This design comes from an exercise in tuning for small area, a short achievable clock period and few clock cycles per item on the open sky130 flow, not from production work.
At most, simulation tests tie the RTL to the original design; equivalence was not proved.
Function not checked in runs 5 to 7: the RTL went through the layout flow alone.

==> flow/design.v <==
module sht_sbox (input wire [7:0] a, output wire [7:0] y);
  wire U0=a[7],U1=a[6],U2=a[5],U3=a[4],U4=a[3],U5=a[2],U6=a[1],U7=a[0];
  wire T1=U0^U3, T2=U0^U5, T3=U0^U6, T4=U3^U5, T5=U4^U6, T6=T1^T5, T7=U1^U2;
  wire T8=U7^T6, T9=U7^T7, T10=T6^T7, T11=U1^U5, T12=U2^U5, T13=T3^T4, T14=T6^T11;
  wire T15=T5^T11, T16=T5^T12, T17=T9^T16, T18=U3^U7, T19=T7^T18, T20=T1^T19;
  wire T21=U6^U7, T22=T7^T21, T23=T2^T22, T24=T2^T10, T25=T20^T17, T26=T3^T16, T27=T1^T12;
  wire D=U7;
  wire M1=T13&T6, M2=T23&T8, M3=T14^M1, M4=T19&D, M5=M4^M1, M6=T3&T16, M7=T22&T9;
  wire M8=T26^M6, M9=T20&T17, M10=M9^M6, M11=T1&T15, M12=T4&T27, M13=M12^M11;
  wire M14=T2&T10, M15=M14^M11, M16=M3^M2, M17=M5^T24, M18=M8^M7, M19=M10^M15;
  wire M20=M16^M13, M21=M17^M15, M22=M18^M13, M23=M19^T25, M24=M22^M23, M25=M22&M20;
  wire M26=M21^M25, M27=M20^M21, M28=M23^M25, M29=M28&M27, M30=M26&M24, M31=M20&M23;
  wire M32=M27&M31, M33=M27^M25, M34=M21&M22, M35=M24&M34, M36=M24^M25, M37=M21^M29;
  wire M38=M32^M33, M39=M23^M30, M40=M35^M36, M41=M38^M40, M42=M37^M39, M43=M37^M38;
  wire M44=M39^M40, M45=M42^M41;
  wire M46=M44&T6, M47=M40&T8, M48=M39&D, M49=M43&T16, M50=M38&T9, M51=M37&T17;
  wire M52=M42&T15, M53=M45&T27, M54=M41&T10, M55=M44&T13, M56=M40&T23, M57=M39&T19;
  wire M58=M43&T3, M59=M38&T22, M60=M37&T20, M61=M42&T1, M62=M45&T4, M63=M41&T2;
  wire L0=M61^M62, L1=M50^M56, L2=M46^M48, L3=M47^M55, L4=M54^M58, L5=M49^M61;
  wire L6=M62^L5, L7=M46^L3, L8=M51^M59, L9=M52^M53, L10=M53^L4, L11=M60^L2;
  wire L12=M48^M51, L13=M50^L0, L14=M52^M61, L15=M55^L1, L16=M56^L0, L17=M57^L1;
  wire L18=M58^L8, L19=M63^L4, L20=L0^L1, L21=L1^L7, L22=L3^L12, L23=L18^L2;
  wire L24=L15^L9, L25=L6^L10, L26=L7^L9, L27=L8^L10, L28=L11^L14, L29=L11^L17;
  assign y[7]=L6^L24;
  assign y[6]=~(L16^L26);
  assign y[5]=~(L19^L28);
  assign y[4]=L6^L21;
  assign y[3]=L20^L22;
  assign y[2]=L25^L29;
  assign y[1]=~(L13^L27);
  assign y[0]=~(L6^L23);
endmodule
module sht_key_subword (
  input  wire [31:0] w3,
  output wire [31:0] sw
);
  sht_sbox u_s0 (.a(w3[23:16]), .y(sw[31:24]));
  sht_sbox u_s1 (.a(w3[15:8]),  .y(sw[23:16]));
  sht_sbox u_s2 (.a(w3[7:0]),   .y(sw[15:8]));
  sht_sbox u_s3 (.a(w3[31:24]), .y(sw[7:0]));
endmodule
module sht_key_expand (
  input  wire [127:0] rk_in,
  input  wire [31:0]  sw,       
  input  wire [7:0]   rcon,
  output wire [127:0] rk_out
);
  wire [31:0] w0 = rk_in[127:96];
  wire [31:0] w1 = rk_in[95:64];
  wire [31:0] w2 = rk_in[63:32];
  wire [31:0] w3 = rk_in[31:0];
  wire [31:0] t  = sw ^ {rcon, 24'h000000};
  wire [31:0] p0 = w0;
  wire [31:0] p1 = w0 ^ w1;
  wire [31:0] p2 = p1 ^ w2;
  wire [31:0] p3 = p1 ^ (w2 ^ w3);
  assign rk_out = {p0 ^ t, p1 ^ t, p2 ^ t, p3 ^ t};
endmodule
module sht_aes_sub (
  input  wire [127:0] s_in,
  output wire [127:0] sb
);
  genvar i;
  generate
    for (i = 0; i < 16; i = i + 1) begin : g_sub
      sht_sbox u_sbox (.a(s_in[127-8*i -: 8]), .y(sb[127-8*i -: 8]));
    end
  endgenerate
endmodule
module sht_aes_mix (
  input  wire [127:0] sb,
  output wire [127:0] sr,
  output wire [127:0] mc
);
  genvar i, c;
  generate
    for (i = 0; i < 16; i = i + 1) begin : g_shift
      assign sr[127-8*i -: 8] = sb[127-8*((i%4) + 4*(((i/4) + (i%4)) % 4)) -: 8];
    end
    for (c = 0; c < 4; c = c + 1) begin : g_mix
      wire [7:0] a0 = sr[127-32*c -: 8];
      wire [7:0] a1 = sr[119-32*c -: 8];
      wire [7:0] a2 = sr[111-32*c -: 8];
      wire [7:0] a3 = sr[103-32*c -: 8];
      wire [7:0] b0 = a0 ^ a1;
      wire [7:0] b1 = a1 ^ a2;
      wire [7:0] b2 = a2 ^ a3;
      wire [7:0] b3 = a3 ^ a0;
      wire [7:0] t  = b0 ^ b2;
      wire [7:0] d0 = {b0[6:0], 1'b0} ^ (b0[7] ? 8'h1b : 8'h00);
      wire [7:0] d1 = {b1[6:0], 1'b0} ^ (b1[7] ? 8'h1b : 8'h00);
      wire [7:0] d2 = {b2[6:0], 1'b0} ^ (b2[7] ? 8'h1b : 8'h00);
      wire [7:0] d3 = {b3[6:0], 1'b0} ^ (b3[7] ? 8'h1b : 8'h00);
      assign mc[127-32*c -: 8] = a0 ^ t ^ d0;
      assign mc[119-32*c -: 8] = a1 ^ t ^ d1;
      assign mc[111-32*c -: 8] = a2 ^ t ^ d2;
      assign mc[103-32*c -: 8] = a3 ^ t ^ d3;
    end
  endgenerate
endmodule
module sht_codegen (
  input  wire         clk,
  input  wire         rst,           
  input  wire [127:0] key,           
  input  wire         req_valid,
  output wire         req_ready,
  input  wire         req_fixed,     
  input  wire [31:0]  req_frame,     
  input  wire [31:0]  req_salt,      
  input  wire [5:0]   req_addr,      
  input  wire [23:0]  req_train,     
  input  wire [5:0]   req_pulses,    
  input  wire [4:0]   req_window,    
  output wire         off_valid,
  input  wire         off_ready,
  output wire [9:0]   off_data,      
  output wire         off_last,      
  output reg  [15:0]  keychk,
  output reg          keychk_valid
);
  reg         b_valid;
  reg  [93:0] base;          
  reg  [1:0]  b_lastblk;     
  reg  [2:0]  b_lastcnt;     
  reg  [4:0]  b_win;
  reg         b_fixed;
  reg  [1:0]  jblk;          
  reg  [1:0]   ini;          
  reg  [4:0]   c;            
  reg  [127:0] s;            
  reg  [127:0] x;            
  reg  [127:0] rk;           
  reg  [31:0]  w;            
  reg  [127:0] rk1;          
  reg          go_q;         
  reg          adv_q;        
  reg          ld_q;         
  reg          rdy_q;        
  reg          chk_pending;  
  reg          ja_v, ja_chk, ja_last, ja_fixed;
  reg  [2:0]   ja_cnt;       
  reg  [4:0]   ja_win;
  reg          jb_v, jb_last, jb_fixed;
  reg  [2:0]   jb_cnt;
  reg  [4:0]   jb_win;
  reg  [127:0] oa, ob;
  reg  [3:0]   oa_rem, ob_rem;      
  reg  [2:0]   oa_slot, ob_slot;    
  reg          oa_last, ob_last;    
  reg  [4:0]   oa_win, ob_win;
  reg          oa_fixed, ob_fixed;
  reg          ev;
  reg  [15:0]  er;
  reg  [4:0]   ew;
  reg          ef, el;
  reg          ov;
  reg  [9:0]   od;
  reg          ol;
  wire [127:0] sb, sr, mc;
  wire [31:0]  sw;
  wire [127:0] rk_next;
  reg  [7:0]   rcon;
  sht_aes_sub     u_sub (.s_in(s), .sb(sb));
  sht_aes_mix     u_mix (.sb(x), .sr(sr), .mc(mc));
  sht_key_subword u_ksw (.w3(rk[31:0]), .sw(sw));
  sht_key_expand u_kex (.rk_in(rk), .sw(w), .rcon(rcon), .rk_out(rk_next));
  always @(*) begin
    case (c)
      5'd3:    rcon = 8'h02;
      5'd5:    rcon = 8'h04;
      5'd7:    rcon = 8'h08;
      5'd9:    rcon = 8'h10;
      5'd11:   rcon = 8'h20;
      5'd13:   rcon = 8'h40;
      5'd15:   rcon = 8'h80;
      5'd17:   rcon = 8'h1b;
      5'd19:   rcon = 8'h36;
      default: rcon = 8'h01;     
    endcase
  end
  wire [127:0] s_round = mc ^ rk;    
  wire [127:0] s_final = sr ^ rk;    
  wire oa_empty = (oa_rem == 4'd0);
  wire ob_empty = (ob_rem == 4'd0);
  wire at_a     = (c == 5'd0);
  wire at_b     = (c == 5'd1);
  wire adv      = adv_q;
  wire ld_a     = at_a && adv;
  wire take     = b_valid && ((ld_a && !chk_pending) || at_b);
  wire ld_lastb = (jblk == b_lastblk);
  wire take_last = take && ld_lastb;
  wire b_load   = rdy_q;      
  assign req_ready = rdy_q;
  wire [5:0]   pulses_m1 = req_pulses - 6'd1;
  wire [1:0]   ini_d  = (ini != 2'd0) ? ini - 2'd1 : 2'd0;
  wire [4:0]   c_d    = !adv ? c : (c == 5'd19) ? 5'd0 : c + 5'd1;
  wire         go_d   = oa_empty && ob_empty;
  wire         chk_d  = chk_pending && !ld_a;
  wire         bv_d   = b_load ? req_valid : b_valid;
  wire [1:0]   jblk_d = take ? (ld_lastb ? 2'd0 : jblk + 2'd1) : jblk;
  wire [1:0]   lb_d   = b_load ? pulses_m1[4:3] : b_lastblk;
  wire         adv_d  = (ini_d == 2'd0 || ini_d == 2'd1) && (c_d != 5'd0 || go_d);
  wire         rdy_d  = !bv_d || ((jblk_d == lb_d) &&
                        ((c_d == 5'd0 && adv_d && !chk_d) || c_d == 5'd1));
  wire [127:0] pt = chk_pending ? 128'd0 : {base, 32'd0, jblk};
  wire         o_adv = !ov || off_ready;
  wire         e_adv = !ev || o_adv;
  wire         sel_a = !oa_empty;
  wire [15:0]  ra    = oa[16*oa_slot +: 16];
  wire [15:0]  rb    = ob[16*ob_slot +: 16];
  wire [20:0]  prod  = er * ew;
  always @(posedge clk) begin
    if (rst) begin
      b_valid      <= 1'b0;
      jblk         <= 2'd0;
      ini          <= 2'd3;
      c            <= 5'd0;
      go_q         <= 1'b0;
      adv_q        <= 1'b0;
      ld_q         <= 1'b0;
      rdy_q        <= 1'b1;
      chk_pending  <= 1'b1;
      ja_v         <= 1'b0;
      jb_v         <= 1'b0;
      keychk_valid <= 1'b0;
      oa_rem       <= 4'd0;
      ob_rem       <= 4'd0;
      ev           <= 1'b0;
      ov           <= 1'b0;
    end else begin
      ini   <= ini_d;
      go_q  <= go_d;
      adv_q <= adv_d;
      ld_q  <= (c_d == 5'd0) || (c_d == 5'd1);
      rdy_q <= rdy_d;
      if (b_load) begin
        b_valid   <= req_valid;
        base      <= {req_frame, req_salt, req_addr, req_train};
        b_lastblk <= pulses_m1[4:3];
        b_lastcnt <= pulses_m1[2:0];
        b_win     <= req_window;
        b_fixed   <= req_fixed;
      end
      if (take)
        jblk <= ld_lastb ? 2'd0 : jblk + 2'd1;
      if (ini == 2'd3)
        rk  <= key;
      if (ini == 2'd2)
        w   <= sw;
      if (ini == 2'd1)
        rk1 <= rk_next;
      c <= c_d;
      if (adv) begin
        x <= sb;
        if (ld_q)
          s <= pt ^ key;
        else
          s <= s_round;
        if (at_b)
          rk <= rk1;
        else if (c[0])
          rk <= rk_next;
        else if (c != 5'd0)
          w <= sw;
      end
      if (ld_a) begin
        if (ja_v && ja_chk) begin
          keychk       <= s_final[15:0];
          keychk_valid <= 1'b1;
        end
        if (ja_v && !ja_chk) begin
          oa       <= s_final;
          oa_rem   <= {1'b0, ja_cnt} + 4'd1;
          oa_slot  <= 3'd0;
          oa_last  <= ja_last;
          oa_win   <= ja_win;
          oa_fixed <= ja_fixed;
        end
        ja_v     <= chk_pending || b_valid;
        ja_chk   <= chk_pending;
        ja_last  <= ld_lastb;
        ja_cnt   <= ld_lastb ? b_lastcnt : 3'd7;
        ja_win   <= b_win;
        ja_fixed <= b_fixed;
        chk_pending <= 1'b0;
      end
      if (at_b) begin
        if (jb_v) begin
          ob       <= s_final;
          ob_rem   <= {1'b0, jb_cnt} + 4'd1;
          ob_slot  <= 3'd0;
          ob_last  <= jb_last;
          ob_win   <= jb_win;
          ob_fixed <= jb_fixed;
        end
        jb_v     <= b_valid;
        jb_last  <= ld_lastb;
        jb_cnt   <= ld_lastb ? b_lastcnt : 3'd7;
        jb_win   <= b_win;
        jb_fixed <= b_fixed;
      end
      if (o_adv) begin
        ov <= ev;
        od <= ef ? 10'd0 : prod[20:11];
        ol <= el;
      end
      if (e_adv) begin
        ev <= !oa_empty || !ob_empty;
        if (sel_a) begin
          er      <= ra;
          ew      <= oa_win;
          ef      <= oa_fixed;
          el      <= oa_last && (oa_rem == 4'd1);
          oa_slot <= oa_slot + 3'd1;
          oa_rem  <= oa_rem - 4'd1;
        end else begin
          er      <= rb;
          ew      <= ob_win;
          ef      <= ob_fixed;
          el      <= ob_last && (ob_rem == 4'd1);
          if (!ob_empty) begin
            ob_slot <= ob_slot + 3'd1;
            ob_rem  <= ob_rem - 4'd1;
          end
        end
      end
    end
  end
  assign off_valid = ov;
  assign off_data  = od;
  assign off_last  = ol;
endmodule
==> flow/flow/run.sh <==
#!/bin/bash
# Own layout flow: the standard flow (standard.sh), except that the
# synthesis maps the combinational logic with an area-oriented ABC script
# (flow/abc.script) that keeps the XOR gates of the AES datapath as XOR
# cells. Registers are mapped before ABC runs, so they are the standard
# synthesis's. Each step's output goes to a log file in this folder.
set -euo pipefail
W=$(pwd)
export FLOW_ABC_SCRIPT="$W/flow/abc.script"
export FLOW_REF_SYNTH="$W/synth_recipe.tcl"
bash standard.sh SYNTH_SCRIPT="$W/flow/synth_abc.tcl" synth > "$W/synth.log" 2>&1
bash standard.sh finish > "$W/layout.log" 2>&1
==> flow/flow/abc.script <==
strash
&get -n
&dch -f
&nf
&put
==> flow/flow/synth_abc.tcl <==
# The standard flow's synthesis script (synth_recipe.tcl), with ABC's mapping script
# replaced by flow/abc.script. Everything else, flip-flop mapping included,
# is unchanged.
proc abc {args} {
  set i [lsearch -exact $args -script]
  if { $i >= 0 } {
    lset args [expr { $i + 1 }] $::env(FLOW_ABC_SCRIPT)
  }
  yosys abc {*}$args
}
source $::env(FLOW_REF_SYNTH)
==> flow/standard.sh <==
#!/bin/bash
# synth_recipe.tcl (not shown) runs the flow's synth.tcl, then flattens the netlist and writes it again
# the make line also repeats each setting of config.mk as NAME=value (left out here)
make -C /OpenROAD-flow-scripts/flow DESIGN_CONFIG=/design/flow/config.mk WORK_HOME=/design/flow/orfs CLKGATE_MAP_FILE= SYNTH_SCRIPT=/design/flow/synth_recipe.tcl "${@:-finish}"
==> flow/config.mk <==
export PLATFORM = sky130hd
export DESIGN_NAME = sht_codegen
export DESIGN_NICKNAME = sht_codegen
export VERILOG_FILES = /design/flow/design.v
export SDC_FILE = /design/flow/constraint.sdc
export NUM_CORES = 4
export LEC_CHECK = 0
export ABC_AREA = 1
export CAP_MARGIN = 20
export CELL_PAD_IN_SITES_DETAIL_PLACEMENT = 2
export CELL_PAD_IN_SITES_GLOBAL_PLACEMENT = 2
export CORE_MARGIN = 2
export CORE_UTILIZATION = 30
export PLACE_DENSITY = 0.5
export SETUP_SLACK_MARGIN = 5
export SLEW_MARGIN = 20
==> flow/constraint.sdc <==
create_clock -name core_clock -period 12.0 [get_ports {clk}]
set_input_delay 2.4000 -clock core_clock [delete_from_list [all_inputs] [get_ports {clk}]]
set_output_delay 2.4000 -clock core_clock [all_outputs]
set_load 0.01 [all_outputs]
==> results of run 1 <==
## worst max-delay path by stage
stage                                endpoint       startpoint  depth (start not counted)  slack, ns
after global routing          x[34]$_DFFE_PP_  s[33]$_DFFE_PP_                         15       5.71
after global placement    od[8]$_SDFFCE_PP0P_  ew[3]$_DFFE_PP_                         20       6.18
after detailed placement      x[34]$_DFFE_PP_  s[33]$_DFFE_PP_                         15       6.13
after floorplan                s[0]$_DFFE_PP_              rst                          1       2.52
after CTS                     x[34]$_DFFE_PP_  s[33]$_DFFE_PP_                         15       6.10
final                         x[34]$_DFFE_PP_  s[33]$_DFFE_PP_                         15       6.12
## metal layers
layer / part of all wire, % / track usage (%) / vias to the layer above
li1: - / - / 22000
met1: 47 / 33.9 / 25000
met2: 48 / 41.5 / 759
met3: 2.6 / 2.17 / 231
met4: 2.7 / 6.47 / 0
met5: 0 / 0 / -
## cells by family (layout without fill, tap and decap cells)
group                    after synthesis  in the layout  synth area share [%]
AO/OA/AOI/OAI                        688            688                  5.80
XOR/XNOR                            2476           2476                  33.1
adder cells (fa/ha/maj)              120            120                  2.62
buffers and inverters                129            737                 0.700
flip-flops                          1031           1031                  44.3
multiplexers                         215            215                  4.35
other                                  0              9                     0
AND/OR/NAND/NOR                     1464           1464                  9.17
## synthesized netlist by cell type, drive strengths merged (4+ instances only)
| master | n |
|---|---|
| xnor3 | 77 |
| mux2i | 107 |
| nand2b | 120 |
| a211oi | 27 |
| nand4 | 9 |
| xor3 | 8 |
| clkinv | 129 |
| o21ai | 327 |
| fa | 41 |
| o22a | 5 |
| nand2 | 647 |
| a21o | 15 |
| o31ai | 4 |
| mux4 | 64 |
| and3 | 6 |
| edfxtp | 996 |
| xor2 | 897 |
| a22oi | 11 |
| a21oi | 140 |
| a31oi | 59 |
| nand3 | 27 |
| ha | 79 |
| a31o | 4 |
| or2 | 13 |
| nor3 | 11 |
| nor2 | 464 |
| xnor2 | 1494 |
| o211ai | 28 |
| mux2 | 44 |
| dfxtp | 35 |
| a22o | 47 |
| nor2b | 76 |
| and2 | 81 |
## layout make-up
class                           instances  area (sq um)
Fill cell                           24400        149000
Clock inverter                         80           716
Sequential cell                      1031         30600
Multi-Input combinational cell       4963         38200
Tap cell                             3026          3790
Antenna cell                            9          22.5
Timing Repair Buffer                  358          3410
Clock buffer                          170          3680
Inverter                              129           492
## through the flow
stage               worst slack, ns
global route                   5.71
CTS                            6.10
finish                         6.12
floorplan                      2.52
global placement               6.18
detailed placement             6.13
## registers in the layout (all words and copies together), names as in the netlist, 32 cells and up
signal,count
ob,128
rk,128
x,128
oa,128
s,128
rk1,128
base,94
w,32
==> impl_metrics.ini, run 1 <==
[worst_setup_path]
path_max_fanout = 8
cp.required_ns = 12.51
worstPathCellList = xnor2_1, xor2_1, xnor2_1, ha_1, xnor2_1, xnor2_1, xnor2_1, xnor2_1, a21oi_1, xor2_1, xor2_1, nor2_1, xnor2_1, xor2_1, xnor3_1
r2r_start = s[33]$_DFFE_PP_
crit_top_cell = xnor2_1
slowest_stage = xnor2_1
start_kind = register
critPathKind = register to register
worst-path-buf-inv = 0
cpLargestDelayFamily = XOR/XNOR gates
rr_endpoint = x[34]$_DFFE_PP_
cp.arrival_ns = 6.39
r2r_slack_ns = 6.12
cp_slowest_stage_delay_ns = 0.60
cp-end-kind = register
r2r_cells = 15

[synthesis]
avgSynthCellArea_sq_um = 11.3
synthTopCellsByArea = edfxtp_1, xnor2_1, xor2_1
ys.flop_type = edfxtp_1
synth_area_sq_um = 69100
synth_edf_count = 996
syn_inst = 6123
synth.top_cell.area_share_pct = 43.3
yosysSeqAreaShare_pct = 44.3
yosys.area.top_type = edfxtp_1
yosys_warnings = 1
ys_ff_latch = 1031
syn_nets = 6481
synth_cell_types = 52
synthArstFlopShare_pct = 0

[min_path]
holdPathEnd = oa_win[3]$_DFFE_PP_
hold_path_class = register to register
hold_depth = 0
hp-start = ja_win[3]$_DFFE_PP_

[run_status]
status = complete, no violations

[sta]
finalCriticalPeriod_ns = 5.88
setup_viol = 0
rsz0062_at_grt = no
worstMarginPinSlew_ns = 1.31
setup_tns_ns = 0
max_freq_mhz = 170
fin_skew_ns = 0.0389
maxSlewViolCount = 0
finalCritPeriodShare_pct = 49.0
finalHoldViolations = 0
hold_ws_ns = 0.417
max_slew_margin_pct = 12.7

[cts]
cts_setup_buffers = 0
cts_hold_buf = 0
htreeDepth = 4
clk_latency_ns = 0.80
cts_tree = done
cts_root_buffer = clkbuf_16
numCtsBuffers = 138
clock_sinks = 1031
clkTransAtPathRegs_ns = 0.05
cts_buffer_depth = 3
ctsResizeCount = 0

[global_routing]
first_global_vias = 52100
antenna_found_initial = 23
grt_pass1_wl_mm = 410
grt_use_total_pct = 24.6
grt_start_max_net_pins = 130
grt_overflow = 0

[place]
io_buffers = 266
placedCellCount = 9507
gp_congestion = 0.841
place_area_sq_um = 76500
dp_hpwl_mm = 230

[final_layout]
final_cell_mix = xnor2_1, edfxtp_1, xor2_1
final_cells = 9766
drive_above_1_share_pct = 5.56
syn2layout_area_growth_pct = 17.0
final_common_cell = xnor2_1
final_nets = 6979
fin_area_sq_um = 80900
post-route-util_pct = 35.2

[routing]
vias = 47900
drc = 0
ant_nets = 0
drt_iter0_drc = 2815
routedWlPerCell_um = 29.9
vias_per_cell = 4.91
drt-total-wl_mm = 292
drt_first_pass_iters = 5

[floorplan]
die_w_um = 484
die_y_um = 484
initial_core_util_pct = 30.1
die_area_sq_um = 234000
io_pins = 268
rows = 176
core_area_sq_um = 229000

[run]
drv_cap = 0
Testbench counts, summed over its fixed seeds: cycles 37,634, items 25,639.
==> run 2, diff against run 1 <==
--- a/flow/flow/run.sh
+++ b/flow/flow/run.sh
@@ -10,3 +10,3 @@
 export FLOW_REF_SYNTH="$W/synth_recipe.tcl"
 bash standard.sh SYNTH_SCRIPT="$W/flow/synth_abc.tcl" synth > "$W/synth.log" 2>&1
-bash standard.sh finish > "$W/layout.log" 2>&1
+bash standard.sh SETUP_SLACK_MARGIN=6.5 finish > "$W/layout.log" 2>&1
==> run 2 against run 1 <==
Largest cell class unchanged. Via count increased by 0.38%. Register-to-register slack improved by 0.62 ns. Critical path type unchanged. Maximum frequency increased by 12%.
==> impl_metrics.ini, run 2 <==
[global_routing]
grt_pass1_wl_mm = 408
grt_start_max_net_pins = 125
grt_overflow = 0
antenna_found_initial = 23
first_global_vias = 51500
grt_use_total_pct = 24.6

[synthesis]
yosys-top-cells-count = xnor2_1, edfxtp_1, xor2_1, nand2_1, nor2_1
synth_most_common_cell = xnor2_1
yosys.area.top_type = edfxtp_1
ys_ff_latch = 1031
synth_top_family_by_area = XOR/XNOR gates
yosys.area_share.adder_pct = 2.62
synth_xor_area_share_pct = 33.1
yosys_warnings = 1
synthSimpleGateAreaFrac_pct = 9.17
ys.flop_type = edfxtp_1
synthMuxAreaShare_pct = 4.35
syn_nets = 6481
yosysSeqAreaShare_pct = 44.3
synth_cell_types = 52
synthTopCellsByArea = edfxtp_1, xnor2_1, xor2_1
synthArstFlopShare_pct = 0
syn_inst = 6123
avgSynthCellArea_sq_um = 11.3
synth.top_cell.area_share_pct = 43.3
synth_edf_count = 996
synth_compound_area_share_pct = 5.80
synth_area_sq_um = 69100

[sta]
setup_ws_ns = 6.74
finalCritPeriodShare_pct = 43.9
max_slew_margin_pct = 14.7
finalCriticalPeriod_ns = 5.26
rsz0062_at_grt = yes
max_freq_mhz = 190
finalHoldViolations = 0
setup_tns_ns = 0
maxSlewViolCount = 0
hold_ws_ns = 0.416
fin_skew_ns = 0.0437
setup_viol = 0
worstMarginPinSlew_ns = 1.27

[cts]
cts_buffer_depth = 3
cts_root_buffer = clkbuf_16
clock_sinks = 1031
clkTransAtPathRegs_ns = 0.06
cts_tree = done
clk_latency_ns = 0.80
cts_hold_buf = 0
htreeDepth = 4
numCtsBuffers = 139

[final_layout]
fill_cells = 24300
final_cell_mix = xnor2_1, edfxtp_1, xor2_1
final_nets = 7020
post-route-util_pct = 35.8
final_cells = 9805
final_common_cell = xnor2_1
syn2layout_area_growth_pct = 18.7
fin_area_sq_um = 82100
drive_above_1_share_pct = 7.72

[routing]
drt_first_pass_iters = 5
routedWlPerCell_um = 29.9
drc = 0
drt_iter0_drc = 3109
vias_per_cell = 4.91
drt-total-wl_mm = 293
ant_nets = 0
vias = 48100

[floorplan]
initial_core_util_pct = 30.1
io_pins = 268
die_w_um = 484
rows = 176
core_area_sq_um = 229000
die_area_sq_um = 234000
die_y_um = 484

[place]
dp_hpwl_mm = 228
place_area_sq_um = 76500
io_buffers = 266
dp_slack_ns = 6.14
gp_congestion = 0.840
placedCellCount = 9509

[worst_setup_path]
critPathKind = register to register
cp.required_ns = 12.51
start_kind = register
cp-end-kind = register
r2r_cells = 13
path_max_fanout = 6
cp.arrival_ns = 5.77

[min_path]
hold_depth = 0
hold_path_class = register to register

[run_status]
status = complete, no violations

[run]
drv_cap = 0
[run 2: layout make-up]
cell class | count | area (sq um) | share of cell area (%)
multi-input cells | 4963 | 38900 | 47.4
flip-flops and latches | 1031 | 30600 | 37.3
well taps | 3026 | 3790 | 4.61
repair buffers | 398 | 3770 | 4.60
clock buffers | 173 | 3660 | 4.46
clock inverters | 77 | 811 | 0.988
inverters | 129 | 492 | 0.599
diodes | 8 | 20.0 | 0.0244
[run 2: worst max-delay path, stage by stage (launching register included)]
cell      delay, ns
edfxtp_1       0.63
xnor2_2        0.32
xnor2_1        0.47
xnor2_1        0.22
ha_1           0.20
xor2_1         0.44
xnor2_1        0.27
nand2b_1       0.25
a31oi_1        0.33
xor2_1         0.37
nand2_1        0.12
xor2_1         0.44
xnor2_1        0.32
xnor2_2        0.57
[run 2: path summary, 6_finish.rpt]
| kind | start | to | slack, ns |
|---|---|---|---|
| worst min-delay path | jb_win[3]$_DFFE_PP_ | ob_win[3]$_DFFE_PP_ | 0.42 |
| worst max register to register | s[105]$_DFFE_PP_ | x[108]$_DFFE_PP_ | 6.74 |
| worst min register to register | jb_win[3]$_DFFE_PP_ | ob_win[3]$_DFFE_PP_ | 0.42 |
| worst max-delay path | s[105]$_DFFE_PP_ | x[108]$_DFFE_PP_ | 6.74 |
[run 2: per-layer routing]
layer | share of wire [%] | wire (um) | track usage (%) | vias to the layer above
met5 | 0 | 0 | 0 | -
li1 | - | - | - | 22000
met1 | 46 | 135000 | 33.6 | 25000
met2 | 49 | 143000 | 42.1 | 820
met4 | 2.3 | 6600 | 5.45 | 0
met3 | 3.1 | 8960 | 2.42 | 220
[run 2: logic make-up (layout without fill, tap and decap cells)]
kind of cell               count (synthesis)  count (layout)
xor gates and xnor gates                2476            2476
buffers and inverters                    129             777
other                                      0               8
DFF                                     1031            1031
AOI/OAI and AO/OA                        688             688
muxes                                    215             215
and+or+nand+nor                         1464            1464
adders and majority gates                120             120
[run 2: timing repair]
action / in CTS / in global routing
endpoints found under the setup margin: 24 / 70
pin swaps: 0 / 3
buffers inserted: 14 / 23
resized for setup: 28 / 75
==> run 3, diff against run 2 <==
--- a/flow/flow/run.sh
+++ b/flow/flow/run.sh
@@ -10,3 +10,3 @@
 export FLOW_REF_SYNTH="$W/synth_recipe.tcl"
 bash standard.sh SYNTH_SCRIPT="$W/flow/synth_abc.tcl" synth > "$W/synth.log" 2>&1
-bash standard.sh SETUP_SLACK_MARGIN=6.5 finish > "$W/layout.log" 2>&1
+bash standard.sh SETUP_SLACK_MARGIN=7.5 finish > "$W/layout.log" 2>&1
==> run 3 against run 2 <==
Register-to-register slack improved by 0.58 ns. Still clean. Highest routed layer unchanged. Global-route usage up 0.50 points. Worst hold slack barely moved. Critical path depth up 6.
==> impl_metrics.ini, run 3 <==
[synthesis]
ys_ff_latch = 1031
synth.top_cell.area_share_pct = 43.3
yosys_warnings = 1
synth_most_common_cell = xnor2_1
ys.flop_type = edfxtp_1
yosys.area.top_type = edfxtp_1
syn_inst = 6123
yosys-top-cells-count = xnor2_1, edfxtp_1, xor2_1, nand2_1, nor2_1
synth_cell_types = 52
synthArstFlopShare_pct = 0
synthTopCellsByArea = edfxtp_1, xnor2_1, xor2_1
synth_edf_count = 996
synth_area_sq_um = 69100
yosysSeqAreaShare_pct = 44.3
syn_nets = 6481
avgSynthCellArea_sq_um = 11.3

[worst_setup_path]
r2r_cells = 19
start_kind = register
cp-end-kind = register
critPathKind = register to register
path_max_fanout = 11
cp.required_ns = 12.55
rr_endpoint = od[8]$_SDFFCE_PP0P_
cp.arrival_ns = 5.24
r2r_start = ew[3]$_DFFE_PP_
r2r_slack_ns = 7.31

[global_routing]
grt_start_max_net_pins = 128
antenna_found_initial = 32
grt_use_total_pct = 25.1
grt_pass1_wl_mm = 418
first_global_vias = 53100
grt_overflow = 0

[final_layout]
post-route-util_pct = 40.5
syn2layout_area_growth_pct = 34.6
final_cells = 10300
final_common_cell = xnor2_1
fill_cells = 23400
fin_area_sq_um = 93000
final_nets = 7527
drive_above_1_share_pct = 24.2
final_cell_mix = xnor2_1, edfxtp_1, xor2_1

[routing]
drt_iter0_drc = 2930
vias = 50500
drt-total-wl_mm = 305
vias_per_cell = 4.91
routedWlPerCell_um = 29.6
drc = 0
drt_first_pass_iters = 5
ant_nets = 0

[cts]
clock_sinks = 1031
cts_hold_buf = 0
clk_latency_ns = 0.82
cts_buffer_depth = 3
cts_tree = done
numCtsBuffers = 140
cts_root_buffer = clkbuf_16
htreeDepth = 4
clkTransAtPathRegs_ns = 0.05

[min_path]
holdPathEnd = ob_win[1]$_DFFE_PP_
hp-start = jb_win[1]$_DFFE_PP_
hold_path_class = register to register
hold_depth = 0

[sta]
max_slew_margin_pct = 16.5
fin_skew_ns = 0.0329
worstMarginPinSlew_ns = 1.25
setup_viol = 0
setup_ws_ns = 7.31
setup_tns_ns = 0
finalHoldViolations = 0
rsz0062_at_grt = yes
max_freq_mhz = 213
finalCritPeriodShare_pct = 39.0
finalCriticalPeriod_ns = 4.69
maxSlewViolCount = 0
hold_ws_ns = 0.417

[floorplan]
die_w_um = 484
die_area_sq_um = 234000
io_pins = 268
core_area_sq_um = 229000
initial_core_util_pct = 30.1
rows = 176
die_y_um = 484

[place]
io_buffers = 266
dp_slack_ns = 6.19
gp_congestion = 0.839
placedCellCount = 9505
place_area_sq_um = 76500
dp_hpwl_mm = 227

[run_status]
status = complete, no violations

[run]
drv_cap = 0
run 3: layer usage:
layer	up-vias	track usage, %	part of all wire (%)
li1	22900	-	-
met1	26500	34.1	45
met2	840	43.0	50
met3	268	2.22	2.7
met4	0	6.40	2.7
met5	-	0	0
run 3: cell families after synthesis:
family | share of synthesized area, %
XOR/XNOR | 33.1
AND/OR/NAND/NOR | 9.17
flip-flops | 44.3
AO/OA/AOI/OAI | 5.80
multiplexers | 4.35
buffers and inverters | 0.700
adder cells (fa/ha/maj) | 2.62
run 3: worst max-delay path, stage by stage, from the launching register on:
cell,delay [ns]
edfxtp_1,0.52
buf_6,0.21
and2_0,0.16
fa_1,0.49
fa_1,0.51
clkinv_1,0.08
fa_1,0.49
clkinv_1,0.06
ha_1,0.31
a21oi_2,0.15
o21ai_2,0.08
a21oi_2,0.18
inv_2,0.05
a21oi_2,0.16
o21ai_2,0.08
a31o_1,0.23
a21o_1,0.20
a21oi_2,0.19
xor2_2,0.22
nor2_1,0.06
run 3: layout make-up:
| cell class | count | area [sq um] | share of cell area [%] |
|---|---|---|---|
| tap | 3026 | 3790 | 4.07 |
| clock buffer | 173 | 3730 | 4.01 |
| timing repair buffer | 904 | 7950 | 8.54 |
| antenna | 10 | 25.0 | 0.0269 |
| inverter | 129 | 495 | 0.533 |
| clock inverter | 66 | 684 | 0.736 |
| sequential | 1031 | 30600 | 32.9 |
| multi-input combinational | 4963 | 45700 | 49.2 |
run 3: repair_timing:
item                       4_1_cts  5_1_grt
buffers inserted               231      317
gates resized for setup        545      600
setup endpoints to repair      231      160
pin swaps                      165      354
run 3: worst max path at each step:
stage / end / startpoint / depth (start not counted) / slack [ns]
after CTS: od[8]$_SDFFCE_PP0P_ / ew[2]$_DFFE_PP_ / 20 / 7.29
after detailed placement: od[8]$_SDFFCE_PP0P_ / ew[3]$_DFFE_PP_ / 20 / 6.19
after global placement: od[8]$_SDFFCE_PP0P_ / ew[3]$_DFFE_PP_ / 20 / 6.17
after floorplan: s[0]$_DFFE_PP_ / rst / 1 / 2.52
after global routing: od[8]$_SDFFCE_PP0P_ / ew[2]$_DFFE_PP_ / 20 / 7.10
final: od[8]$_SDFFCE_PP0P_ / ew[3]$_DFFE_PP_ / 19 / 7.31
==> run 4, diff against run 3 <==
--- a/flow/flow/run.sh
+++ b/flow/flow/run.sh
@@ -10,3 +10,3 @@
 export FLOW_REF_SYNTH="$W/synth_recipe.tcl"
 bash standard.sh SYNTH_SCRIPT="$W/flow/synth_abc.tcl" synth > "$W/synth.log" 2>&1
-bash standard.sh SETUP_SLACK_MARGIN=7.5 finish > "$W/layout.log" 2>&1
+bash standard.sh SETUP_SLACK_MARGIN=7 finish > "$W/layout.log" 2>&1
==> run 4 against run 3 <==
Highest routed layer unchanged. Design area is 8.6% lower. Sequential share of layout area is 3.1 points higher. Global-route usage is 0.29 points lower. Largest cell class unchanged. Non-clock buffer count is 391 lower. Register-to-register slack worse by 0.17 ns. Clock skew is 0.0061 ns lower. Synthesized cell count stayed put. Final cell count is 3.7% lower. Utilization is 3.5 points lower. First-iteration DRC count is 5.0% higher. Still clean on timing, DRC and antenna.
==> impl_metrics.ini, run 4 <==
[run]
drv_cap = 0

[place]
io_buffers = 266
gp_congestion = 0.840
placedCellCount = 9518
dp_hpwl_mm = 227

[synthesis]
synth_area_sq_um = 69100
avgSynthCellArea_sq_um = 11.3
yosys_warnings = 1
yosys-top-cells-count = xnor2_1, edfxtp_1, xor2_1, nand2_1, nor2_1
ys_ff_latch = 1031
ys.flop_type = edfxtp_1
synth.top_cell.area_share_pct = 43.3
synth_most_common_cell = xnor2_1
syn_nets = 6481
synthArstFlopShare_pct = 0
yosys.area.top_type = edfxtp_1
synthTopCellsByArea = edfxtp_1, xnor2_1, xor2_1
synth_cell_types = 52
synth_edf_count = 996
yosysSeqAreaShare_pct = 44.3
syn_inst = 6123

[sta]
fin_skew_ns = 0.0268
finalCriticalPeriod_ns = 4.85
finalCritPeriodShare_pct = 40.4
max_freq_mhz = 206
setup_viol = 0
rsz0062_at_grt = yes
maxSlewViolCount = 0
finalHoldViolations = 0
worstMarginPinSlew_ns = 1.22
max_slew_margin_pct = 18.5
setup_tns_ns = 0

[worst_setup_path]
crit_top_cell = xnor2_2
path_max_fanout = 5
cp-end-kind = register
cpLargestDelayFamily = XOR/XNOR gates
worstPathCellList = xor2_4, xnor2_4, xnor2_1, ha_1, xnor3_1, xnor2_2, o21ai_1, xnor2_2, buf_4, xnor2_1, xor2_1, nor2_1, xnor2_2, buf_4, xnor3_2, mux2i_1, o21ai_0
start_kind = register
cp.required_ns = 12.50
r2r_slack_ns = 7.15
cp_slowest_stage_delay_ns = 0.55
critPathKind = register to register
cp.arrival_ns = 5.35
worst-path-buf-inv = 2
slowest_stage = edfxtp_1

[final_layout]
final_cells = 9925
final_cell_mix = xnor2_1, edfxtp_1, xor2_1
final_common_cell = xnor2_1
syn2layout_area_growth_pct = 22.9
fill_cells = 23900
drive_above_1_share_pct = 12.2
seq_area_sq_um = 30600
final_nets = 7136
multi_input_area_sq_um = 41000

[routing]
vias_per_cell = 4.92
maxUsedRoutingLayer = met4
drc = 0
drt_iter0_drc = 3077
wl_met2_mm = 142
ant_nets = 0
vias = 48900
drt_first_pass_iters = 5
met3_length_mm = 8.50
met1_length_mm = 137
routedWlPerCell_um = 29.8
drt-total-wl_mm = 296

[global_routing]
grt_overflow = 0
grt_use_total_pct = 24.8
grt_pass1_wl_mm = 412
first_global_vias = 51900
grt_start_max_net_pins = 120
antenna_found_initial = 20

[cts]
clk_latency_ns = 0.79
cts_root_buffer = clkbuf_16
clkTransAtPathRegs_ns = 0.06
cts_hold_buf = 0
clock_sinks = 1031
numCtsBuffers = 140
cts_buffer_depth = 3
htreeDepth = 4
cts_tree = done

[floorplan]
core_area_sq_um = 229000
die_w_um = 484
die_y_um = 484
die_area_sq_um = 234000
rows = 176
initial_core_util_pct = 30.1
io_pins = 268

[min_path]
hold_path_class = register to register

[run_status]
status = complete, no violations
-- run 4: final timing paths --
kind,cells after the start,to,start
min reg2reg,0,ob_last$_DFFE_PP_,jb_last$_DFFE_PP_
max,17,w[18]$_DFFE_PN_,rk[12]$_DFFE_PN_
max reg2reg,17,w[18]$_DFFE_PN_,rk[12]$_DFFE_PN_
min,0,ob_last$_DFFE_PP_,jb_last$_DFFE_PP_
-- run 4: cells by family (layout without fill, tap and decap cells) --
group | count (synthesis) | after routing | synth area share (%)
XOR/XNOR | 2476 | 2476 | 33.1
AND/OR/NAND/NOR | 1464 | 1464 | 9.17
flip-flops | 1031 | 1031 | 44.3
AO/OA/AOI/OAI | 688 | 688 | 5.80
multiplexers | 215 | 215 | 4.35
buffers and inverters | 129 | 898 | 0.700
adder cells (fa/ha/maj) | 120 | 120 | 2.62
other | 0 | 7 | 0
-- run 4: layout make-up --
type	instances	share of cell area [%]
clock inverter	76	0.876
timing repair buffer	513	5.45
clock buffer	180	4.34
inverter	129	0.579
antenna	7	0.0206
multi-input combinational	4963	48.3
sequential	1031	36.0
tap	3026	4.45
-- run 4: what timing repair did --
item                       in CTS  in global routing
resized for setup             189                194
setup endpoints to repair     122                111
buffers inserted               47                 97
pin swaps                      14                 51
-- run 4: per-stage QoR --
stage / hold WS [ns] / utilization, % / setup WS (ns) / area [sq um]
after floorplan: 0.400 / - / 2.52 / 69200
after global placement: 0.401 / 33.4 / 6.12 / 76500
after detailed placement: 0.407 / 33.4 / 6.04 / 76500
after CTS: 0.414 / 36.1 / 7.00 / 82800
after global routing: 0.426 / 37.0 / 6.89 / 85000
final: 0.412 / 37.0 / 7.15 / 85000
-- run 4: routing by layer --
layer	track usage, %	vias up
li1	-	22200
met1	34.2	25600
met2	41.7	851
met3	2.36	231
met4	6.39	0
met5	0	-
==> run 5, diff against run 4 <==
--- a/flow/design.v
+++ b/flow/design.v
@@ -151,6 +151,5 @@
   reg          oa_fixed, ob_fixed;
   reg          ev;
-  reg  [15:0]  er;
-  reg  [4:0]   ew;
+  reg  [20:0]  es, ec;       
   reg          ef, el;
   reg          ov;
@@ -209,5 +208,18 @@
   wire [15:0]  ra    = oa[16*oa_slot +: 16];
   wire [15:0]  rb    = ob[16*ob_slot +: 16];
-  wire [20:0]  prod  = er * ew;
+  wire [15:0]  rsel  = sel_a ? ra : rb;
+  wire [4:0]   wsel  = sel_a ? oa_win : ob_win;
+  wire [20:0]  pp0   = wsel[0] ? {5'd0, rsel}        : 21'd0;
+  wire [20:0]  pp1   = wsel[1] ? {4'd0, rsel, 1'b0}  : 21'd0;
+  wire [20:0]  pp2   = wsel[2] ? {3'd0, rsel, 2'b0}  : 21'd0;
+  wire [20:0]  pp3   = wsel[3] ? {2'd0, rsel, 3'b0}  : 21'd0;
+  wire [20:0]  pp4   = wsel[4] ? {1'd0, rsel, 4'b0}  : 21'd0;
+  wire [20:0]  s1    = pp0 ^ pp1 ^ pp2;
+  wire [20:0]  c1    = {(pp0[19:0] & pp1[19:0]) | (pp0[19:0] & pp2[19:0]) | (pp1[19:0] & pp2[19:0]), 1'b0};
+  wire [20:0]  s2    = s1 ^ c1 ^ pp3;
+  wire [20:0]  c2    = {(s1[19:0] & c1[19:0]) | (s1[19:0] & pp3[19:0]) | (c1[19:0] & pp3[19:0]), 1'b0};
+  wire [20:0]  s3    = s2 ^ c2 ^ pp4;
+  wire [20:0]  c3    = {(s2[19:0] & c2[19:0]) | (s2[19:0] & pp4[19:0]) | (c2[19:0] & pp4[19:0]), 1'b0};
+  wire [20:0]  prod  = es + ec;
   always @(posedge clk) begin
     if (rst) begin
@@ -308,6 +320,6 @@
         ev <= !oa_empty || !ob_empty;
         if (sel_a) begin
-          er      <= ra;
-          ew      <= oa_win;
+          es      <= s3;
+          ec      <= c3;
           ef      <= oa_fixed;
           el      <= oa_last && (oa_rem == 4'd1);
@@ -315,6 +327,6 @@
           oa_rem  <= oa_rem - 4'd1;
         end else begin
-          er      <= rb;
-          ew      <= ob_win;
+          es      <= s3;
+          ec      <= c3;
           ef      <= ob_fixed;
           el      <= ob_last && (ob_rem == 4'd1);
==> run 5 against run 4 <==
Design area shrank 0.20%. Sequential share of layout area grew 0.46 points. Global-route usage shrank 0.10 points. Still clean. Critical path type unchanged. Utilization grew 0.17 points. Via count shrank 1.8%. Final cell count shrank 1.3%. Synthesized area shrank 0.35%.
==> impl_metrics.ini, run 5 <==
[worst_setup_path]
path_max_fanout = 5
cp.required_ns = 12.56
slowest_stage = edfxtp_1
cp-end-kind = register
crit_top_cell = xor2_1
start_kind = register
cp_slowest_stage_delay_ns = 0.55
worstPathCellList = xnor2_4, xor2_4, xnor2_1, ha_1, xnor2_2, xnor3_1, o21ai_0, xor2_1, buf_4, xor2_1, xnor2_1, nand2_1, xor2_2, xor2_1, xnor2_2, o21ai_0
critPathKind = register to register
cp.arrival_ns = 5.46

[final_layout]
final_nets = 7011
final_common_cell = xnor2_1
drive_above_1_share_pct = 12.2
final_cell_mix = xnor2_1, edfxtp_1, xor2_1
syn2layout_area_growth_pct = 23.1
post-route-util_pct = 37.2

[sta]
finalHoldViolations = 0
worstMarginPinSlew_ns = 1.25
finalCriticalPeriod_ns = 4.90
finalCritPeriodShare_pct = 40.9
fin_skew_ns = 0.0504
rsz0062_at_grt = yes
max_slew_margin_pct = 15.8
max_freq_mhz = 204
setup_ws_ns = 7.10
setup_viol = 0
maxSlewViolCount = 0
setup_tns_ns = 0
hold_ws_ns = 0.419

[routing]
routedWlPerCell_um = 29.9
drc = 0
drt_iter0_drc = 2983
vias_per_cell = 4.90
vias = 48000
ant_nets = 0
drt-total-wl_mm = 293
drt_first_pass_iters = 7

[synthesis]
synth_edf_count = 1007
yosysSeqAreaShare_pct = 44.9
synth_cell_types = 48
syn_inst = 6033
synthArstFlopShare_pct = 0
syn_nets = 6383
ys_ff_latch = 1042
avgSynthCellArea_sq_um = 11.4
synthTopCellsByArea = edfxtp_1, xnor2_1, xor2_1
synth_area_sq_um = 68900
synth_most_common_cell = xnor2_1
synth.top_cell.area_share_pct = 43.9
ys.flop_type = edfxtp_1
yosys_warnings = 1
yosys.area.top_type = edfxtp_1
yosys-top-cells-count = xnor2_1, edfxtp_1, xor2_1, nand2_1, nor2_1

[global_routing]
first_global_vias = 51600
antenna_found_initial = 18
grt_start_max_net_pins = 128
grt_overflow = 0
grt_use_total_pct = 24.7
grt_pass1_wl_mm = 410

[place]
dp_slack_ns = 5.94
dp_hpwl_mm = 228
io_buffers = 266
gp_congestion = 0.845

[run]
drv_cap = 0

[cts]
numCtsBuffers = 140
cts_hold_buf = 0
clkTransAtPathRegs_ns = 0.06
clock_sinks = 1042
cts_buffer_depth = 3
htreeDepth = 4
cts_root_buffer = clkbuf_16
clk_latency_ns = 0.83
cts_tree = done

[floorplan]
io_pins = 268
initial_core_util_pct = 30.2
die_y_um = 483
die_w_um = 483
core_area_sq_um = 228000
rows = 175
die_area_sq_um = 233000

[run_status]
status = complete, no violations

[min_path]
hold_path_class = register to register
==> run 5: cell count changes after synthesis, sizes merged, moves of 14 or more <==
cell / change
a21oi: -36
a211oi: -21
nor2: +14
xor2: -17
nand2b: +19
mux2: +15
and2: -58
nor2b: -22
clkinv: -35
o21ai: +22
==> run 5: path summary, 6_finish.rpt <==
check / startpoint / to / slack (ns) / depth (start not counted)
max: rk[31]$_DFFE_PN_ / w[1]$_DFFE_PN_ / 7.10 / 16
min reg2reg: jb_win[1]$_DFFE_PP_ / ob_win[1]$_DFFE_PP_ / 0.42 / 0
min: jb_win[1]$_DFFE_PP_ / ob_win[1]$_DFFE_PP_ / 0.42 / 0
max reg2reg: rk[31]$_DFFE_PN_ / w[1]$_DFFE_PN_ / 7.10 / 16
==> run 5: final cells by class <==
class / instances / area (sq um)
diodes: 9 / 22.5
fillers: 23800 / 143000
clock buffers: 180 / 3740
well taps: 3009 / 3760
multi-input cells: 4897 / 40600
clock inverters: 75 / 970
repair buffers: 486 / 4400
flip-flops and latches: 1042 / 31000
inverters: 94 / 360
==> run 5: cells by family after synthesis <==
logic type                 after synthesis  share of synthesized area, %
xor gates and xnor gates              2463                          33.0
and+or+nand+nor                       1426                          8.75
DFF                                   1042                          44.9
AOI/OAI and AO/OA                      659                          5.57
muxes                                  237                          4.71
adders and majority gates              112                          2.51
buffers and inverters                   94                         0.512
==> run 5: layer usage <==
metal  up-vias  share of wire [%]  global-route usage (%)
met5         -                  0                       0
met4         0                2.7                    6.53
met3       241                3.0                    2.21
met2       792                 48                    41.7
met1     25100                 46                    34.0
li1      21900                  -                       -
==> run 5: repair_timing <==
action	in CTS	in global routing
resized for setup	199	175
buffers inserted	36	91
pin swaps	15	46
setup endpoints to repair	149	115
==> run 5: worst max-delay path, delay by kind of cell (launching register included) <==
kind / cells / cell delay, ns
fa+ha+maj: 1 / 0.26
compound gates: 2 / 0.38
buf+inv: 1 / 0.15
simple gates: 1 / 0.22
flops: 1 / 0.55
xor+xnor: 11 / 3.07
==> run 5: through the flow <==
step / cell area (sq um) / cells
6_report: 84800 / 9792
5_1_grt: 84800 / 9787
3_3_place_gp: 76200 / 9400
4_1_cts: 82700 / 9691
3_5_place_dp: 76200 / 9400
2_1_floorplan: 69000 / 6033
==> run 6, diff against run 5 <==
--- a/flow/flow/run.sh
+++ b/flow/flow/run.sh
@@ -10,3 +10,3 @@
 export FLOW_REF_SYNTH="$W/synth_recipe.tcl"
 bash standard.sh SYNTH_SCRIPT="$W/flow/synth_abc.tcl" synth > "$W/synth.log" 2>&1
-bash standard.sh SETUP_SLACK_MARGIN=7 finish > "$W/layout.log" 2>&1
+bash standard.sh SETUP_SLACK_MARGIN=7.5 finish > "$W/layout.log" 2>&1
==> run 6 against run 5 <==
Still clean. Clock skew decreased by 0.0063 ns. Via count up 4.4%. Count of clock-buffer cells in the layout is 14 lower. Design area increased by 8.7%. Critical path depth grew 3. Setup slack improved by 0.27 ns. Critical endpoint is now w[25]$_DFFE_PN_. Largest cell class unchanged. Highest routed layer is now met5.
==> impl_metrics.ini, run 6 <==
[floorplan]
initial_core_util_pct = 30.2
die_area_sq_um = 233000
die_w_um = 483
rows = 175
io_pins = 268
die_y_um = 483
core_area_sq_um = 228000

[sta]
setup_viol = 0
finalHoldViolations = 0
worstMarginPinSlew_ns = 1.27
setup_ws_ns = 7.37
setup_tns_ns = 0
finalCriticalPeriod_ns = 4.63
finalCritPeriodShare_pct = 38.6
maxSlewViolCount = 0
max_slew_margin_pct = 15.4
fin_skew_ns = 0.0440
max_freq_mhz = 216
rsz0062_at_grt = yes

[place]
io_buffers = 266
gp_congestion = 0.845
dp_slack_ns = 5.99
dp_hpwl_mm = 229

[routing]
vias = 50100
drt_iter0_drc = 2927
vias_per_cell = 4.91
drc = 0
drt-total-wl_mm = 305
routedWlPerCell_um = 29.9
ant_nets = 0
drt_first_pass_iters = 7

[synthesis]
synth_edf_count = 1007
synthTopCellsByArea = edfxtp_1, xnor2_1, xor2_1
yosysSeqAreaShare_pct = 44.9
synth_cell_types = 48
syn_inst = 6033
synthArstFlopShare_pct = 0
yosys.area.top_type = edfxtp_1
ys_ff_latch = 1042
synth.top_cell.area_share_pct = 43.9
synth_most_common_cell = xnor2_1
ys.flop_type = edfxtp_1
syn_nets = 6383
yosys-top-cells-count = xnor2_1, edfxtp_1, xor2_1, nand2_1, nor2_1
synth_area_sq_um = 68900
avgSynthCellArea_sq_um = 11.4
yosys_warnings = 1

[worst_setup_path]
critPathKind = register to register
r2r_cells = 19
cp.arrival_ns = 5.21
cp.required_ns = 12.58
cp-end-kind = register
start_kind = register
rr_endpoint = w[25]$_DFFE_PN_
r2r_start = rk[17]$_DFFE_PN_
path_max_fanout = 7
r2r_slack_ns = 7.37

[global_routing]
grt_start_max_net_pins = 127
first_global_vias = 52600
grt_overflow = 0
antenna_found_initial = 26
grt_pass1_wl_mm = 417
grt_use_total_pct = 25.2

[final_layout]
syn2layout_area_growth_pct = 33.8
post-route-util_pct = 40.5
final_common_cell = xnor2_1
final_nets = 7415
drive_above_1_share_pct = 23.3
final_cell_mix = xnor2_1, edfxtp_1, xor2_1

[cts]
clk_latency_ns = 0.84
clock_sinks = 1042
cts_buffer_depth = 3
clkTransAtPathRegs_ns = 0.06
cts_hold_buf = 0
cts_root_buffer = clkbuf_16
numCtsBuffers = 140
htreeDepth = 4
cts_tree = done

[min_path]
hold_path_class = register to register
holdPathEnd = oa_last$_DFFE_PP_
hold_depth = 0
hp-start = ja_last$_DFFE_PP_

[run_status]
status = complete, no violations

[run]
drv_cap = 0
run 6: cell types whose count changed in the layout (fill, tap and decap cells not counted), moves of 60 or more:
cell	change
buf_4	+363
xnor2_1	-199
xnor2_2	+127
xnor2_4	+72
xor2_1	-99
xor2_2	+60
run 6: metal layers:
metal / track usage (%) / share of wire [%] / vias up / routed length, um
li1: - / - / 22600 / -
met1: 34.0 / 45 / 26400 / 138000
met2: 43.1 / 49 / 824 / 150000
met3: 2.57 / 2.7 / 279 / 8270
met4: 6.63 / 2.8 / 2 / 8670
met5: 0 / 0.0029 / - / 9
run 6: cells by family (layout without fill, tap and decap cells):
family	after synthesis	in the layout	synth area share, %
muxes	237	237	4.71
buffers and inverters	94	1239	0.512
xor gates and xnor gates	2463	2463	33.0
DFF	1042	1042	44.9
AOI/OAI and AO/OA	659	659	5.57
and+or+nand+nor	1426	1426	8.75
adders and majority gates	112	112	2.51
other	0	10	0
run 6: timing repair:
item,CTS,global route
resized for setup,534,493
setup endpoints to repair,191,167
pin swaps,156,323
setup buffers,231,292
run 6: final cells by class:
cell class | count | area, sq um
Fill cell | 23200 | 136000
Multi-Input combinational cell | 4897 | 44700
Sequential cell | 1042 | 31000
Timing Repair Buffer | 890 | 7710
Tap cell | 3009 | 3760
Clock buffer | 166 | 3620
Clock inverter | 89 | 1010
Inverter | 94 | 364
Antenna cell | 10 | 25.0
run 6: worst max-delay path by stage:
stage	start	endpoint	slack, ns	cells after the start
4_1_cts	rk[12]$_DFFE_PN_	w[18]$_DFFE_PN_	7.49	16
6_report	rk[17]$_DFFE_PN_	w[25]$_DFFE_PN_	7.37	19
5_1_grt	rk[17]$_DFFE_PN_	w[25]$_DFFE_PN_	7.19	19
3_5_place_dp	rk[19]$_DFFE_PN_	w[26]$_DFFE_PN_	5.99	16
2_1_floorplan	rst	s[0]$_DFFE_PP_	2.52	1
3_3_place_gp	rk[19]$_DFFE_PN_	w[26]$_DFFE_PN_	6.09	16
run 6: through the flow:
stage / hold slack, ns / instances / instance area (sq um)
3_3_place_gp: 0.400 / 9409 / 76300
4_1_cts: 0.419 / 9895 / 86600
5_1_grt: 0.428 / 10200 / 92200
6_report: 0.420 / 10200 / 92200
3_5_place_dp: 0.405 / 9409 / 76300
2_1_floorplan: 0.400 / 6033 / 69000
run 6: critical path, stage by stage (launching register included):
cell      delay, ns
edfxtp_1       0.51
xnor2_4        0.30
buf_6          0.15
buf_12         0.09
xor2_4         0.19
xnor2_2        0.16
ha_2           0.23
xor2_2         0.16
xnor3_2        0.56
o211ai_1       0.15
buf_4          0.17
o21ai_4        0.08
xnor2_2        0.18
nand2_2        0.11
xnor2_2        0.24
xor2_2         0.22
buf_4          0.14
xnor3_2        0.48
mux2i_1        0.17
o21ai_1        0.08
==> run 7, diff against run 6 <==
--- a/flow/flow/run.sh
+++ b/flow/flow/run.sh
@@ -10,3 +10,3 @@
 export FLOW_REF_SYNTH="$W/synth_recipe.tcl"
 bash standard.sh SYNTH_SCRIPT="$W/flow/synth_abc.tcl" synth > "$W/synth.log" 2>&1
-bash standard.sh SETUP_SLACK_MARGIN=7.5 finish > "$W/layout.log" 2>&1
+bash standard.sh SETUP_SLACK_MARGIN=7 finish > "$W/layout.log" 2>&1
==> flow/config.mk (replaced) <==
export PLATFORM = sky130hd
export DESIGN_NAME = sht_codegen
export DESIGN_NICKNAME = sht_codegen
export VERILOG_FILES = /design/flow/design.v
export SDC_FILE = /design/flow/constraint.sdc
export NUM_CORES = 4
export LEC_CHECK = 0
export CAP_MARGIN = 20
export CELL_PAD_IN_SITES_DETAIL_PLACEMENT = 1
export CELL_PAD_IN_SITES_GLOBAL_PLACEMENT = 1
export CORE_MARGIN = 2
export CORE_UTILIZATION = 55
export PLACE_DENSITY = 0.7
export SETUP_SLACK_MARGIN = 5
export SLEW_MARGIN = 20
==> run 7 against run 6 <==
Highest routed layer unchanged. Still clean. Critical path depth shrank 5. Setup slack lost 0.33 ns. First-iteration DRC count grew 84%. Critical path type unchanged. Non-clock buffer count fell by 447. Count of clock-buffer cells in the layout shrank 30.
==> impl_metrics.ini, run 7 <==
[run_status]
status = complete, no violations

[worst_setup_path]
r2r_start = rk[22]$_DFFE_PN_
path_max_fanout = 6
start_kind = register
crit_start = rk[22]$_DFFE_PN_
rr_endpoint = w[25]$_DFFE_PN_
cp-end-kind = register
critical_path.endpoint = w[25]$_DFFE_PN_
critPathKind = register to register
cp.required_ns = 12.47
r2r_slack_ns = 7.04
r2r_cells = 14
cp.arrival_ns = 5.43

[sta]
max_freq_mhz = 202
setup_viol = 0
setup_ws_ns = 7.04
finalCritPeriodShare_pct = 41.3
max_slew_margin_pct = 12.8
worstMarginPinSlew_ns = 1.29
fin_skew_ns = 0.0469
maxSlewViolCount = 0
rsz0062_at_grt = no
setup_tns_ns = 0
finalHoldViolations = 0
finalCriticalPeriod_ns = 4.96

[global_routing]
grt_pass1_wl_mm = 359
grt_overflow = 0
grt_start_max_net_pins = 156
grt_use_total_pct = 38.8
first_global_vias = 52100
antenna_found_initial = 18

[floorplan]
die_area_sq_um = 128000
die_w_um = 358
initial_core_util_pct = 55.6
rows = 129
io_pins = 268
die_y_um = 358
core_area_sq_um = 124000

[cts]
clock_sinks = 1042
cts_hold_buf = 0
clk_latency_ns = 0.77
clkTransAtPathRegs_ns = 0.07
htreeDepth = 3
cts_tree = done
cts_buffer_depth = 3
cts_root_buffer = clkbuf_16
numCtsBuffers = 115

[routing]
drt-total-wl_mm = 255
wl_met2_mm = 116
met1_length_mm = 96.6
ant_nets = 0
met3_length_mm = 22.9
routedWlPerCell_um = 30.6
vias_per_cell = 6.10
drc = 0
drt_iter0_drc = 5400
vias = 50900
drt_first_pass_iters = 5
maxUsedRoutingLayer = met5

[min_path]
hold_path_class = register to register

[final_layout]
final_cell_mix = xnor2_1, edfxtp_1, xor2_1
final_nets = 6943
drive_above_1_share_pct = 10.5
fill_cells = 12500
final_common_cell = xnor2_1
multi_input_area_sq_um = 40000
seq_area_sq_um = 31000
syn2layout_area_growth_pct = 18.3
fin_area_sq_um = 81500

[synthesis]
synth_most_common_cell = xnor2_1
synthArstFlopShare_pct = 0
yosysSeqAreaShare_pct = 44.9
yosys-top-cells-count = xnor2_1, edfxtp_1, xor2_1, nand2_1, nor2_1
yosys_warnings = 1
syn_inst = 6033
synth_edf_count = 1007
yosys.area.top_type = edfxtp_1
syn_nets = 6383
ys_ff_latch = 1042
synthTopCellsByArea = edfxtp_1, xnor2_1, xor2_1
ys.flop_type = edfxtp_1
synth.top_cell.area_share_pct = 43.9
avgSynthCellArea_sq_um = 11.4
synth_area_sq_um = 68900
synth_cell_types = 48

[place]
gp_congestion = 0.974
dp_hpwl_mm = 185
io_buffers = 266
dp_slack_ns = 6.34
place_area_sq_um = 74300

[run]
drv_cap = 0
-- run 7: cell counts after synthesis --
Identical to the previous run, type by type.
-- run 7: kinds of logic (layout without fill, tap and decap cells) --
kind of cell,after synthesis,after routing,synth area share [%]
buffers and inverters,94,754,0.512
AND/OR/NAND/NOR,1426,1426,8.75
flip-flops,1042,1042,44.9
other,0,4,0
XOR/XNOR,2463,2463,33.0
multiplexers,237,237,4.71
adder cells (fa/ha/maj),112,112,2.51
AO/OA/AOI/OAI,659,659,5.57
-- run 7: critical path, stage by stage (launching register included) --
cell and delay (ns):
edfxtp_1 0.57, xnor3_2 0.59, xnor3_1 0.31, nand2b_1 0.14, xnor3_1 0.49, xnor2_2 0.22
o211ai_1 0.33, o21ai_1 0.22, xnor2_1 0.24, nand2_1 0.16, xnor2_2 0.26, xor2_1 0.32
xnor3_2 0.55, mux2i_1 0.16, o21ai_0 0.09
-- run 7: layer usage --
layer | track usage (%) | up-vias
met3 | 7.04 | 668
met4 | 23.1 | 12
met1 | 50.3 | 25900
met2 | 60.9 | 2590
li1 | - | 21700
met5 | 0 | -
-- run 7: worst min path at each step --
stage / slack [ns] / endpoint / start / cells after the start
6_report: 0.42 / oa_last$_DFFE_PP_ / ja_last$_DFFE_PP_ / 0
5_1_grt: 0.42 / oa_last$_DFFE_PP_ / ja_last$_DFFE_PP_ / 0
4_1_cts: 0.42 / oa_last$_DFFE_PP_ / ja_last$_DFFE_PP_ / 0
3_5_place_dp: 0.41 / oa_last$_DFFE_PP_ / ja_last$_DFFE_PP_ / 0
3_3_place_gp: 0.40 / ob_win[2]$_DFFE_PP_ / jb_win[2]$_DFFE_PP_ / 0
2_1_floorplan: 0.40 / oa_fixed$_DFFE_PP_ / ja_fixed$_DFFE_PP_ / 0
-- run 7: through the flow --
step,hold slack [ns],util (%),instances
2_1_floorplan,0.400,-,6033
3_3_place_gp,0.401,59.9,8001
3_5_place_dp,0.406,59.9,8002
4_1_cts,0.424,64.1,8245
5_1_grt,0.424,65.7,8330
6_report,0.424,65.7,8334
-- run 7: cell type report --
cell class | instances | share of cell area, %
Multi-Input combinational cell | 4897 | 49.1
Sequential cell | 1042 | 38.0
Timing Repair Buffer | 443 | 5.00
Clock buffer | 136 | 3.70
Tap cell | 1637 | 2.51
Clock inverter | 81 | 1.28
Inverter | 94 | 0.442
Antenna cell | 4 | 0.0123
-- run 7: what timing repair did --
item                       in CTS  in global routing
setup endpoints to repair     106                125
setup buffers                  26                 83
resized for setup             124                179
pin swaps                       4                 30

## afterwards: timing with drivers on the ports
The results above use ideal ports. As a check the final layouts listed here were re-extracted and re-timed, cells and wires unchanged. Step 1 sets driving cells, clkbuf_16 on the clock port and buf_2 on the other inputs (assumed; they add their load-dependent delay and slew). Step 2 moves the port delays by t, midway between the first and last clock arrival at a register: inputs arrive t later, outputs are due t later. That takes back most of the time a late clock gives input paths. a / b / c = ideal / step 1 / step 2; a / b = the first two.
run | t (ns) | setup slack, ns | worst register clock-pin slew, ns
run 1 | 0.883 | 6.118 / 6.118 / 6.118 | 0.07 / 0.07
run 2 | 0.880 | 6.738 / 6.738 / 6.482 | 0.07 / 0.07
run 3 | 0.906 | 7.315 / 7.315 / 6.780 | 0.06 / 0.06
run 4 | 0.877 | 7.149 / 7.149 / 6.437 | 0.07 / 0.07
run 5 | 0.899 | 7.097 / 7.097 / 6.564 | 0.06 / 0.06
run 6 | 0.905 | 7.370 / 7.370 / 6.980 | 0.07 / 0.07
run 7 | 0.830 | 7.044 / 7.044 / 6.429 | 0.07 / 0.07
After both steps every run listed still meets setup and hold. The setup slack of run 4, which loses most, moves by 0.000 ns with the drivers and by -0.712 ns with both steps.
